This is an optimization exercise on Yosys and OpenROAD, whose aim is small area, a short achievable clock period and few clock cycles per item, not a production implementation.
At most, simulation tests tie the RTL to the original design; equivalence was not proved.
Power and IR drop assume default switching activity.

==> inputs of trial 49 <==
## fma32
module fma32 (
    input  wire        clk,
    input  wire        rst,
    input  wire        in_valid,
    output wire        in_ready,
    input  wire [31:0] a,
    input  wire [31:0] b,
    input  wire [31:0] c,
    output reg         out_valid,
    output reg  [31:0] d
);
    assign in_ready = 1'b1;
    reg        v0;
    reg [31:0] a0, b0, c0;
    reg        ean0, ebn0, ecn0;        
    always @(posedge clk) begin
        v0   <= in_valid & ~rst;
        a0   <= a;
        b0   <= b;
        c0   <= c;
        ean0 <= |a[30:23];
        ebn0 <= |b[30:23];
        ecn0 <= |c[30:23];
    end
    wire        sa = a0[31];
    wire        sb = b0[31];
    wire        sc = c0[31];
    wire [7:0]  ea = a0[30:23];
    wire [7:0]  eb = b0[30:23];
    wire [7:0]  ec = c0[30:23];
    wire [22:0] fa = a0[22:0];
    wire [22:0] fb = b0[22:0];
    wire [22:0] fc = c0[22:0];
    wire ea_max = &ea, eb_max = &eb, ec_max = &ec;
    wire ea_nz  = ean0, eb_nz  = ebn0, ec_nz  = ecn0;
    wire fa_nz  = |fa, fb_nz  = |fb, fc_nz  = |fc;
    wire a_nan  = ea_max & fa_nz;
    wire b_nan  = eb_max & fb_nz;
    wire c_nan  = ec_max & fc_nz;
    wire a_inf  = ea_max & ~fa_nz;
    wire b_inf  = eb_max & ~fb_nz;
    wire c_inf  = ec_max & ~fc_nz;
    wire a_zero = ~ea_nz & ~fa_nz;
    wire b_zero = ~eb_nz & ~fb_nz;
    wire sp  = sa ^ sb;
  ...
Settings: LEC_CHECK=0, ABC_AREA=1, CAP_MARGIN=20, CORE_MARGIN=2, CORE_UTILIZATION=60, SLEW_MARGIN=20, SYNTH_HIERARCHICAL=1, SYNTH_MINIMUM_KEEP_SIZE=0; clock period 28.0 ns.
standard.sh (not shown) runs the stock make flow with config.mk's settings and CLKGATE_MAP_FILE= SYNTH_SCRIPT=/design/flow/synth_recipe.tcl, a recipe that flattens the netlist after the stock synthesis.
==> flow/flow/run.sh <==
#!/bin/bash
# Layout: the standard flow (standard.sh: unchanged synthesis and steps),
# with two settings passed to ORFS:
#  - timing repair asked to leave 21.3 ns of setup slack at the design's
#    28 ns clock, i.e. to optimise the paths towards 6.7 ns;
#  - every port still gets its buffer, but a buf_1 instead of the 10 um2
#    clkdlybuf4s50_1 that buffer_ports picks by default.
# The SDC, clock period and I/O constraints are the standard flow's, untouched.
set -euo pipefail
bash standard.sh SETUP_SLACK_MARGIN=21.3 \
  "BUFFER_PORTS_ARGS=-buffer_cell sky130_fd_sc_hd__buf_1" \
  finish > standard_flow.log 2>&1
==> trial 23: changes against trial 49 <==
--- a/flow/design.v
+++ b/flow/design.v
@@ -9,33 +9,29 @@
     output reg         out_valid,
     output reg  [31:0] d
 );
     assign in_ready = 1'b1;
     reg        v0;
     reg [31:0] a0, b0, c0;
-    reg        ean0, ebn0, ecn0;        
     always @(posedge clk) begin
-        v0   <= in_valid & ~rst;
-        a0   <= a;
-        b0   <= b;
-        c0   <= c;
-        ean0 <= |a[30:23];
-        ebn0 <= |b[30:23];
-        ecn0 <= |c[30:23];
+        v0 <= in_valid & ~rst;
+        a0 <= a;
+        b0 <= b;
+        c0 <= c;
     end
     wire        sa = a0[31];
     wire        sb = b0[31];
     wire        sc = c0[31];
     wire [7:0]  ea = a0[30:23];
     wire [7:0]  eb = b0[30:23];
     wire [7:0]  ec = c0[30:23];
     wire [22:0] fa = a0[22:0];
     wire [22:0] fb = b0[22:0];
     wire [22:0] fc = c0[22:0];
     wire ea_max = &ea, eb_max = &eb, ec_max = &ec;
-    wire ea_nz  = ean0, eb_nz  = ebn0, ec_nz  = ecn0;
+    wire ea_nz  = |ea, eb_nz  = |eb, ec_nz  = |ec;
     wire fa_nz  = |fa, fb_nz  = |fb, fc_nz  = |fc;
     wire a_nan  = ea_max & fa_nz;
     wire b_nan  = eb_max & fb_nz;
     wire c_nan  = ec_max & fc_nz;
     wire a_inf  = ea_max & ~fa_nz;
     wire b_inf  = eb_max & ~fb_nz;
==> flow/flow/run.sh (replaced) <==
#!/bin/bash
set -euo pipefail
bash standard.sh SETUP_SLACK_MARGIN=21 finish > standard_flow.log 2>&1
==> flow/config.mk (replaced) <==
export PLATFORM = sky130hd
export DESIGN_NAME = fma32
export DESIGN_NICKNAME = fma32
export VERILOG_FILES = /design/flow/design.v
export SDC_FILE = /design/flow/constraint.sdc
export NUM_CORES = 4
export LEC_CHECK = 0
export CAP_MARGIN = 20
export CORE_MARGIN = 2
export CORE_UTILIZATION = 55
export SLEW_MARGIN = 20
export SYNTH_HIERARCHICAL = 1
export SYNTH_MINIMUM_KEEP_SIZE = 0
==> trial 29: changes against trial 49 <==
--- a/flow/design.v
+++ b/flow/design.v
@@ -9,33 +9,29 @@
     output reg         out_valid,
     output reg  [31:0] d
 );
     assign in_ready = 1'b1;
     reg        v0;
     reg [31:0] a0, b0, c0;
-    reg        ean0, ebn0, ecn0;        
     always @(posedge clk) begin
-        v0   <= in_valid & ~rst;
-        a0   <= a;
-        b0   <= b;
-        c0   <= c;
-        ean0 <= |a[30:23];
-        ebn0 <= |b[30:23];
-        ecn0 <= |c[30:23];
+        v0 <= in_valid & ~rst;
+        a0 <= a;
+        b0 <= b;
+        c0 <= c;
     end
     wire        sa = a0[31];
     wire        sb = b0[31];
     wire        sc = c0[31];
     wire [7:0]  ea = a0[30:23];
     wire [7:0]  eb = b0[30:23];
     wire [7:0]  ec = c0[30:23];
     wire [22:0] fa = a0[22:0];
     wire [22:0] fb = b0[22:0];
     wire [22:0] fc = c0[22:0];
     wire ea_max = &ea, eb_max = &eb, ec_max = &ec;
-    wire ea_nz  = ean0, eb_nz  = ebn0, ec_nz  = ecn0;
+    wire ea_nz  = |ea, eb_nz  = |eb, ec_nz  = |ec;
     wire fa_nz  = |fa, fb_nz  = |fb, fc_nz  = |fc;
     wire a_nan  = ea_max & fa_nz;
     wire b_nan  = eb_max & fb_nz;
     wire c_nan  = ec_max & fc_nz;
     wire a_inf  = ea_max & ~fa_nz;
     wire b_inf  = eb_max & ~fb_nz;
@@ -767,41 +763,40 @@
         endcase
     end
     wire stk0 = |mag[6:0];
     wire stk1 = stk0 | (|mag[22:7]);
     wire stk2 = stk1 | (|mag[38:23]);
     wire stk  = (lzc == 3'd0) ? stk2 : (lzc == 3'd1) ? stk1 : (lzc == 3'd2) ? stk0 : 1'b0;
+    wire [8:0]  em1 = limit1 - {2'b00, lz};
     reg        v2;
     reg [39:0] m2;
     reg        stk2r;
-    reg [6:0]  lz2;
-    reg [8:0]  limit2;
+    reg [3:0]  lzf2;
+    reg [8:0]  em12;
     reg        rs2, nan2, inf2, infs2, zs2, zero2;
     always @(posedge clk) begin
         v2     <= v1 & ~rst;
         m2     <= m1;
         stk2r  <= stk;
-        lz2    <= lz;
-        limit2 <= limit1;
+        lzf2   <= lz[3:0];
+        em12   <= em1;
         rs2    <= rs;
         nan2   <= nan1;
         inf2   <= inf1;
         infs2  <= infs1;
         zs2    <= zs1;
         zero2  <= zero;
     end
-    wire [3:0]  lzf2   = lz2[3:0];
     wire [39:0] tn     = m2 << lzf2;
     wire [23:0] sig    = tn[39:16];
     wire        guard  = tn[15];
     wire [14:0] smask  = ~({15{1'b1}} << (4'd15 - lzf2));
     wire        sticky = stk2r | (|(m2[14:0] & smask));
     wire        rnd_up = guard & (sticky | sig[0]);
     wire [24:0] sig_r  = {1'b0, sig} + {24'd0, rnd_up};
-    wire [8:0]  em1 = limit2 - {2'b00, lz2};
-    wire [9:0]  ex  = {1'b0, em1} + {8'd0, sig_r[24:23]};
+    wire [9:0]  ex  = {1'b0, em12} + {8'd0, sig_r[24:23]};
     wire        ovf = ex >= 10'd255;
     reg [31:0] result;
     always @(*) begin
         if (nan2)
             result = 32'h7FC00000;
         else if (inf2)
==> flow/run.sh (new file) <==
#!/bin/bash
# synth_recipe.tcl (not shown) runs the flow's synth.tcl, then flattens the netlist and writes it again
# the make line also repeats each setting of config.mk as NAME=value (left out here)
make -C /OpenROAD-flow-scripts/flow DESIGN_CONFIG=/design/flow/config.mk WORK_HOME=/design/flow/orfs CLKGATE_MAP_FILE= SYNTH_SCRIPT=/design/flow/synth_recipe.tcl finish
==> flow/config.mk (replaced) <==
export PLATFORM = sky130hd
export DESIGN_NAME = fma32
export DESIGN_NICKNAME = fma32
export VERILOG_FILES = /design/flow/design.v
export SDC_FILE = /design/flow/constraint.sdc
export NUM_CORES = 4
export LEC_CHECK = 0
export CAP_MARGIN = 60
export CORE_MARGIN = 2
export CORE_UTILIZATION = 55
export SLEW_MARGIN = 60
export SYNTH_HIERARCHICAL = 1
export SYNTH_MINIMUM_KEEP_SIZE = 0
removed: flow/flow/run.sh
removed: flow/standard.sh
==> comparison table <==
                                                       trial 23  trial 29  trial 49
Vias                                                      35800     35900     34300
Hold Path End                                             infs2       zs2     infs2
Worst path required time                               28.48 ns  28.51 ns  28.49 ns
Buffer and inverter count on the worst path                   4         7         6
Minimum setup slack in the final design                21.12 ns  19.09 ns  21.26 ns
Count of multi-input gates                                 3554      3620      3515
FF-to-FF End                                           fcn1[12]   em12[8]    lz2[0]
Met2 Track Usage GR                                       59.3%     58.5%     61.3%
Clock-pin slew on the worst setup and hold paths        0.06 ns   0.06 ns   0.07 ns
Portion of total power attributed to sequential cells     15.2%     13.1%     14.4%
Tap Cells                                                   950       950       837
Repair and plain buffers                                    262       255       304
Routability congestion estimate from global placement      1.04      1.08      1.06
Number of diodes added for antenna fixing                     0         1         0
End point of the critical path                         fcn1[12]   em12[8]    lz2[0]
Met3 global-route usage                                   9.88%     10.3%     10.9%
Pre-Repair DR Iteration Count                                 6         9         7
X dimension of the die                                   272 µm    274 µm    254 µm
Worst setup path startpoint                              b0[25]   fsn1[1]  fsn1[43]
Result of the run                      timing/DRC/antenna clean  timing/DRC/antenna clean  timing/DRC/antenna clean
DR top layer                                               met4      met5      met5
Testbench counts of trial 49, summed over its fixed seeds: cycles 24,032, items 24,000.
Testbench counts of trial 29, summed over its fixed seeds: cycles 24,032, items 24,000.
The RTL of trial 23 was laid out without a check of its function.

## static timing again, ports no longer ideal
In the flow no input, the clock included, has a driving cell. The finished layouts below were timed again as built, in two steps. Step 1 assumes that a clkbuf_16 drives the clock port and a buf_2 every other input. Step 2 moves the port delays by t, midway between the first and last clock arrival at a register: inputs arrive t later, outputs are due t later. That takes back most of the time a late clock gives input paths. Three values: ideal ports, drivers, drivers and shift; two values: the first two.
| run | t, ns | setup slack, ns | cell pins on the clock port's net |
|---|---|---|---|
| trial 49 | 0.651 | 21.257 / 21.257 / 21.257 | 1 |
| trial 23 | 0.663 | 21.119 / 21.119 / 21.119 | 1 |
| trial 29 | 0.645 | 19.089 / 19.089 / 19.089 | 1 |
After both steps setup and hold are still met in every run listed.
